This is an optimization exercise on Yosys and OpenROAD, whose aim is small area and a short achievable clock period, not a production implementation.
Only simulation tests tie the RTL to the original design; equivalence was not proved.
No activity file was given, so power comes from the tool's default toggle rates.

## flow/design.v (module list and top-level ports; edited modules follow where they fit)
// module frame_phase: 2350 lines
module frame_phase (
    input  wire        clk,
    input  wire        rst_n,         
    input  wire        cmd_valid,
    input  wire [2:0]  cmd_op,
    input  wire [2:0]  cmd_frame,
    input  wire [63:0] cmd_tick,      
    input  wire [63:0] cmd_data,
    output reg         r_valid,
    output reg  [47:0] r_acc,
    output wire [47:0] r_phase
);
  // ...
==> flow/flow/run.sh <==
#!/bin/bash
set -euo pipefail
bash standard.sh SETUP_SLACK_MARGIN=13 "BUFFER_PORTS_ARGS=-buffer_cell sky130_fd_sc_hd__buf_2" finish > flow_make.log 2>&1
==> flow/standard.sh <==
#!/bin/bash
# synth_recipe.tcl (not shown) runs the flow's synth.tcl, then flattens the netlist and writes it again
# the make line also repeats each setting of config.mk as NAME=value (left out here)
make -C /OpenROAD-flow-scripts/flow DESIGN_CONFIG=/design/flow/config.mk WORK_HOME=/design/flow/orfs CLKGATE_MAP_FILE= SYNTH_SCRIPT=/design/flow/synth_recipe.tcl "${@:-finish}"
==> flow/config.mk <==
export PLATFORM = sky130hd
export DESIGN_NAME = frame_phase
export DESIGN_NICKNAME = frame_phase
export VERILOG_FILES = /design/flow/design.v
export SDC_FILE = /design/flow/constraint.sdc
export NUM_CORES = 4
export LEC_CHECK = 0
export ABC_AREA = 1
export CAP_MARGIN = 20
export CORE_MARGIN = 2
export CORE_UTILIZATION = 55
export CTS_BUF_LIST = sky130_fd_sc_hd__clkbuf_16
export CTS_CLUSTER_DIAMETER = 80
export CTS_CLUSTER_SIZE = 25
export SLEW_MARGIN = 20
==> flow/constraint.sdc <==
create_clock -name core_clock -period 18.0 [get_ports {clk}]
set_input_delay 3.6000 -clock core_clock [delete_from_list [all_inputs] [get_ports {clk}]]
set_output_delay 3.6000 -clock core_clock [all_outputs]
set_load 0.01 [all_outputs]
==> flow_metrics.tcl, run 1 <==
set metrics [dict create \
    status "timing/DRC/antenna clean" \
    syn-cell-area_sq_um 80300 \
    mostFrequentLayoutCells "edfxtp_1 (1024), nand2_1 (913), inv_1 (706), xor2_1 (680), fa_1 (629)" \
    worst-path-buf-inv 4 \
    r2r_cells 13 \
    final_core_util 0.608 \
    antenna_cells 3 \
    p_int_mw 4.84 \
    die_w_um 386 \
    power_leader "sequential cells" \
    fillers 11700 \
    end_kind "flip-flop" \
    wl_met3_mm 26.1 \
    clk_pin_slew_worst_paths_ns 0.10 \
    syn_nets 7729 \
    p_total_mw 6.45 \
    crit_start "s1_dt[39]" \
    setup_tns_ns 0 \
    ys.flop_type "edfxtp_1" \
    synth-seq-cells 1518 \
    p_sw_frac 0.249 \
    layout-drive-gt1-share 0.121 \
    fin_cells 8902 \
    global_route.peak_usage_layer "met2" \
    multi_input_area_share 0.405 \
    dpl.hpwl_mm 170 \
    synthMuxAreaShare 0.00224 \
    ys_async_sr_fraction 0 \
    power.density_nw_per_um2 73.0 \
    netlist_top_cells_area "edfxtp_1 (38%), fa_1 (16%), dfxtp_1 (12%), xor2_1 (7.5%), nand2_1 (4.4%)" \
    fin_crit_ns 5.00 \
    cts_buffer_depth 3 \
    r2r_slack_ns 13.00 \
    worst_slack_ns 13.00 \
    fin_area_sq_um 88400 \
    critPathSlowestCell "fa_2" \
]
==> inputs of run 2 (changes only) <==
--- a/flow/design.v
+++ b/flow/design.v
@@ -34,18 +34,18 @@
         s0_ctrl  <= acc_cmd & (cmd_op == OP_WR_CTRL);
         s0_tick  <= cmd_tick[47:0];
         s0_data  <= cmd_data[31:0] ^ {32{cmd_op == OP_SET_PHASE}};
     end
     reg [47:0] freq0, freq1, freq2, freq3, freq4, freq5, freq6, freq7;
     reg [47:0] anch0, anch1, anch2, anch3, anch4, anch5, anch6, anch7;
     reg [7:0]  freq_ok, anch_ok;
     wire [7:0] in_sel = 8'd1 << cmd_frame;
-    wire in_setf  = acc_cmd & (cmd_op == OP_SET_FREQ);
-    wire in_wa    = acc_cmd & (cmd_op == OP_WR_ANCHOR);
+    wire in_setf  = cmd_valid & (cmd_op == OP_SET_FREQ);
+    wire in_wa    = cmd_valid & (cmd_op == OP_WR_ANCHOR);
     wire in_wanch = in_wa | (in_setf & cmd_data[48]);
     wire [7:0] we_freq = {8{in_setf}} & in_sel;
     wire [7:0] we_anch = {8{in_wanch}} & in_sel;
     wire [47:0] anch_new = in_wa ? cmd_data[47:0] : cmd_tick[47:0];
     always @(posedge clk) begin
         if (we_freq[0]) freq0 <= cmd_data[47:0];
         if (we_freq[1]) freq1 <= cmd_data[47:0];
         if (we_freq[2]) freq2 <= cmd_data[47:0];
@@ -1857,35 +1857,35 @@
     assign lo_s[13] = lo_p[13] ^ lo_G24;
     assign lo_s[14] = lo_p[14] ^ lo_G18;
     assign lo_s[15] = lo_p[15] ^ lo_G25;
     assign lo_co = lo_G14;
     reg [15:0] s2_lo;
     reg        s2_c16;
     reg [47:16] s2_S, s2_C;
     reg [3-1:0] s2_L;     
-    reg [7:0]  s2_rsel;      
+    reg [7:0]  po_ok;
+    wire [7:0] po_ok_nx;     
+    reg [7:0]  s2_psel;      
     reg [7:0]  s2_wsel;      
     reg        s2_q, s2_sp, s2_ax, s2_az;
     always @(posedge clk) begin
         s2_lo   <= lo_s;
         s2_c16  <= lo_co;
         s2_S    <= m_S[47:16];
         s2_C    <= m_C[47:16];
         s2_L    <= m_top_l;
-        s2_rsel <= s1_sel & {8{s1_q | s1_sh}};
+        s2_psel <= s1_sel & {8{s1_q | s1_sh}} & po_ok_nx;
         s2_wsel <= s1_sel & {8{rst_n & (s1_sh | s1_sp | s1_wp | s1_clr)}};
         s2_ax   <= s1_ax;
         s2_az   <= s1_az;
         s2_q    <= rst_n & s1_q;
         s2_sp   <= rst_n & s1_sp;
     end
     reg [31:0] po0, po1, po2, po3, po4, po5, po6, po7;
-    reg [7:0]  po_ok;
-    wire [7:0] s2_psel = s2_rsel & po_ok;
     wire [31:0] po_m =
         ({32{s2_psel[0]}} & po0) | ({32{s2_psel[1]}} & po1) |
         ({32{s2_psel[2]}} & po2) | ({32{s2_psel[3]}} & po3) |
         ({32{s2_psel[4]}} & po4) | ({32{s2_psel[5]}} & po5) |
         ({32{s2_psel[6]}} & po6) | ({32{s2_psel[7]}} & po7);
     wire        c16 = s2_c16;
     wire [31:0] sh_ = {s2_S[47] ^ (^s2_L), s2_S[46:16]};
     wire [31:0] ch_ = s2_C[47:16];
@@ -2329,22 +2329,19 @@
         if (we_po[1]) po1 <= po_new;
         if (we_po[2]) po2 <= po_new;
         if (we_po[3]) po3 <= po_new;
         if (we_po[4]) po4 <= po_new;
         if (we_po[5]) po5 <= po_new;
         if (we_po[6]) po6 <= po_new;
         if (we_po[7]) po7 <= po_new;
     end
-    always @(posedge clk) begin
-        if (!rst_n)
-            po_ok <= 8'd0;
-        else
-            po_ok <= po_ok | we_po;
-    end
+    assign po_ok_nx = {8{rst_n}} & (po_ok | we_po);
+    always @(posedge clk)
+        po_ok <= po_ok_nx;
     reg [31:0] r_ph_hi;
     always @(posedge clk) begin
         r_valid <= rst_n & s2_q;
         r_acc   <= {a1, s2_lo};
         r_ph_hi <= ph_hi;
     end
     assign r_phase = {r_ph_hi, r_acc[15:0]};
 endmodule
==> flow/config.mk (replaced) <==
export PLATFORM = sky130hd
export DESIGN_NAME = frame_phase
export DESIGN_NICKNAME = frame_phase
export VERILOG_FILES = /design/flow/design.v
export SDC_FILE = /design/flow/constraint.sdc
export NUM_CORES = 4
export LEC_CHECK = 0
export ABC_AREA = 1
export CAP_MARGIN = 20
export CORE_MARGIN = 2
export CORE_UTILIZATION = 60
export CTS_BUF_LIST = sky130_fd_sc_hd__clkbuf_16
export CTS_CLUSTER_DIAMETER = 80
export CTS_CLUSTER_SIZE = 25
export SLEW_MARGIN = 20
==> run 2 against run 1 <==
  * Worst setup slack improved by 0.0080 ns
  * First-iteration DRC count rose by 4.8%
  * Worst hold slack got worse by 0.0025 ns
  * Die area fell by 8.8%
  * Sequential power barely moved
  * Clock skew fell by 0.038 ns
  * Flip-flop and latch count did not move
  * Synthesized cell count fell by 0.79%
  * Total power rose by 0.68%
  * Via count fell by 0.12%
==> flow_metrics.tcl, run 2 <==
set metrics [dict create \
    crit_type "reg -> out" \
    p_total_mw 6.49 \
    place.gp.congestion 0.985 \
    gr-usage-all-layers 0.376 \
    hp-class "reg -> reg" \
    grt-ovfl-total 0 \
    insertion_delay_ns 0.74 \
    r2r_end "ch_[27]" \
    grt_max_degree 52 \
    yosysTopAreaCell "edfxtp_1" \
    worst_slack_ns 13.01 \
    worst_path_dominant_cell_family "flip-flops" \
    final_core_util 0.666 \
    postSynthAreaPerCell_sq_um 11.8 \
    clkSinkCount 1518 \
    ys_async_sr_fraction 0 \
    drv_slew 0 \
    grt_pass1_wl_mm 367 \
    yosysSeqAreaShare 0.509 \
    worstMarginPinSlew_ns 1.18 \
    ios 234 \
    cp_slowest_stage_delay_ns 0.47 \
    startpoint_type "flip-flop" \
    arrival_ns 1.39 \
    cts.htree.levels 3 \
    worst-path-max-fanout 1 \
    status "timing/DRC/antenna clean" \
    worst-path-buf-inv 1 \
    vias 54700 \
    io_buffers 202 \
    min_to "r_acc[8]" \
    die_w_um 369 \
    synth-seq-cells 1518 \
    power_leakage_nw 32.0 \
    fin_crit_ns 4.99 \
    antenna_found_initial 16 \
    syn_nets 7675 \
    clk_pin_slew_worst_paths_ns 0.10 \
    first_pass_iters 9 \
    pre_cts_slack_ns 11.92 \
    finalSetupViolCount 0 \
    setup_tns_ns 0 \
    crit_chain "buf_2" \
    finalWirelength_mm 258 \
    crit_start "r_ph_hi[26]" \
    fin_cells 8705 \
    skew_ns 0.0351 \
    ys.flop_type "edfxtp_1" \
    power.density_nw_per_um2 74.0 \
    fmax_ghz 0.200 \
    post-route-period-util 0.277 \
    syn-cell-area_sq_um 79900 \
    core_area_sq_um 132000 \
    initial_utilization 0.606 \
    fillers 10000 \
    cts_tree "built" \
    synth_edf_count 1024 \
    first_iter_violations 6446 \
    routedWlPerCell_um 29.6 \
    netlist_top_cells_area "edfxtp_1 (39%), fa_1 (16%), dfxtp_1 (12%), xor2_1 (7.6%), nand2_1 (4.4%)" \
    end_kind "output pin" \
    mostFrequentLayoutCells "edfxtp_1 (1024), nand2_1 (930), inv_1 (728), xor2_1 (686), fa_1 (628)" \
    syn_to_final_growth_pct 9.96 \
    cts_buffer_depth 3 \
    final_common_cell "edfxtp_1" \
    peakVddDrop_mv 0.107 \
    die_h_um 369 \
    syn_inst 6765 \
    rows 133 \
    rsz0062_at_grt "true" \
    r2r_cells 11 \
    yosysUniqueCellTypes 51 \
    cts.hold.buffers_added 0 \
    critPathSlowestCell "dfxtp_1" \
    place_inst 8456 \
    drc 0 \
    clockRootBuffer "clkbuf_16" \
    fin_nets 7788 \
    cts_buffers 83 \
    whs_path_depth 0 \
    slew_headroom 0.210 \
    yosys_warnings 1 \
    hold_start "s2_lo[8]" \
    r2r_slack_ns 13.03 \
    layout-drive-gt1-share 0.120 \
    synthTopCellsByCount "edfxtp_1 (1024), nand2_1 (942), inv_1 (735)" \
    finalHoldViolations 0 \
    timing.rr.start "s1_neg[5]" \
    dpl.hpwl_mm 166 \
    viasPerCell 6.29 \
    die_area_sq_um 136000 \
    critPathRequiredTime_ns 14.40 \
    grt_pass1_vias 53200 \
    synth.most_common_cell "edfxtp_1" \
    maxCapViolations 0 \
    ant_nets 0 \
    synth_top_area_frac 0.385 \
]
run 2: kinds of logic (layout without fill, tap and decap cells):
kind of cell / count (synthesis) / in the layout / share of synthesized area
AOI/OAI and AO/OA: 1178 / 1178 / 0.0986
xor gates and xnor gates: 722 / 722 / 0.0792
adders and majority gates: 773 / 773 / 0.181
buffers and inverters: 1187 / 1363 / 0.0571
DFF: 1518 / 1518 / 0.509
muxes: 17 / 17 / 0.00238
other: 0 / 9 / 0
and+or+nand+nor: 1370 / 1370 / 0.0727
run 2: worst max path at each step:
| stage | end | depth (start not counted) | slack [ns] |
|---|---|---|---|
| final | r_phase[42] | 1 | 13.01 |
| after CTS | ch_[29] | 11 | 12.91 |
| after global routing | r_ph_hi[31] | 24 | 12.94 |
| after detailed placement | freq7[39] | 6 | 11.92 |
| after floorplan | anch0[0] | 5 | 12.58 |
| after global placement | anch4[15] | 8 | 11.93 |
run 2: cell type report:
type / count / area [sq um] / area share
repair buffers: 410 / 3360 / 0.0382
diodes: 9 / 22.5 / 0.000256
multi-input cells: 4060 / 35500 / 0.404
repair inverters: 7 / 52.6 / 0.000598
flip-flops and latches: 1518 / 40800 / 0.464
clock inverters: 63 / 591 / 0.00672
well taps: 1755 / 2200 / 0.0250
clock buffers: 85 / 2130 / 0.0242
inverters: 798 / 3240 / 0.0369
run 2: repair_timing:
| action | 4_1_cts | 5_1_grt |
|---|---|---|
| buffers inserted | 54 | 27 |
| gates cloned | 7 | 4 |
| endpoints found under the setup margin | 782 | 745 |
| endpoints found under the hold margin | 0 | 0 |
| pin swaps | 7 | 12 |
| resized for setup | 233 | 261 |
run 2: metal layers:
| metal | vias to the layer above | GRT usage | share of wire | wire, um |
|---|---|---|---|---|
| met2 | 3489 | 0.572 | 0.45 | 117000 |
| met1 | 27100 | 0.487 | 0.36 | 93800 |
| li1 | 23300 | - | - | - |
| met4 | 12 | 0.224 | 0.071 | 18400 |
| met5 | - | 0.00285 | 0.00071 | 183 |
| met3 | 793 | 0.0991 | 0.11 | 28800 |
run 2: through the flow:
step | area [sq um] | hold WS [ns]
floorplan | 80000 | 0.310
global placement | 82700 | 0.312
detailed placement | 82700 | 0.312
CTS | 86600 | 0.332
global route | 87800 | 0.335
finish | 87800 | 0.330
run 2: report_power, final:
group | switching (mW) | internal, mW
registers | 0.0463 | 3.78
clock network | 1.21 | 0.924
logic | 0.395 | 0.146

re-timing with driven ports:
The results above use ideal ports. As a check the final layouts listed here were re-extracted and re-timed, cells and wires unchanged. Step 1 sets driving cells, clkbuf_16 on the clock port and buf_2 on the other inputs (assumed; they add their load-dependent delay and slew). Step 2 also shifts input and output timing later by t, the mid clock arrival at the registers, as if the neighbouring blocks saw the same clock. Slacks: ideal / step 1 / step 2; pairs: ideal / step 1.
run | t, ns | setup slack, ns | hold WS [ns] | worst setup path after step 2 | cell pins on the clock port's net
run 1 | 0.809 | 13.002 / 12.956 / 12.255 | 0.333 / 0.333 / 0.333 | input to register | 1
run 2 | 0.797 | 13.010 / 12.892 / 12.095 | 0.330 / 0.330 / 0.330 | input to register | 1
After both steps setup and hold are still met in every run listed. For run 2, which loses most, drivers alone change the setup slack by -0.118 ns; drivers and shift together by -0.915 ns.
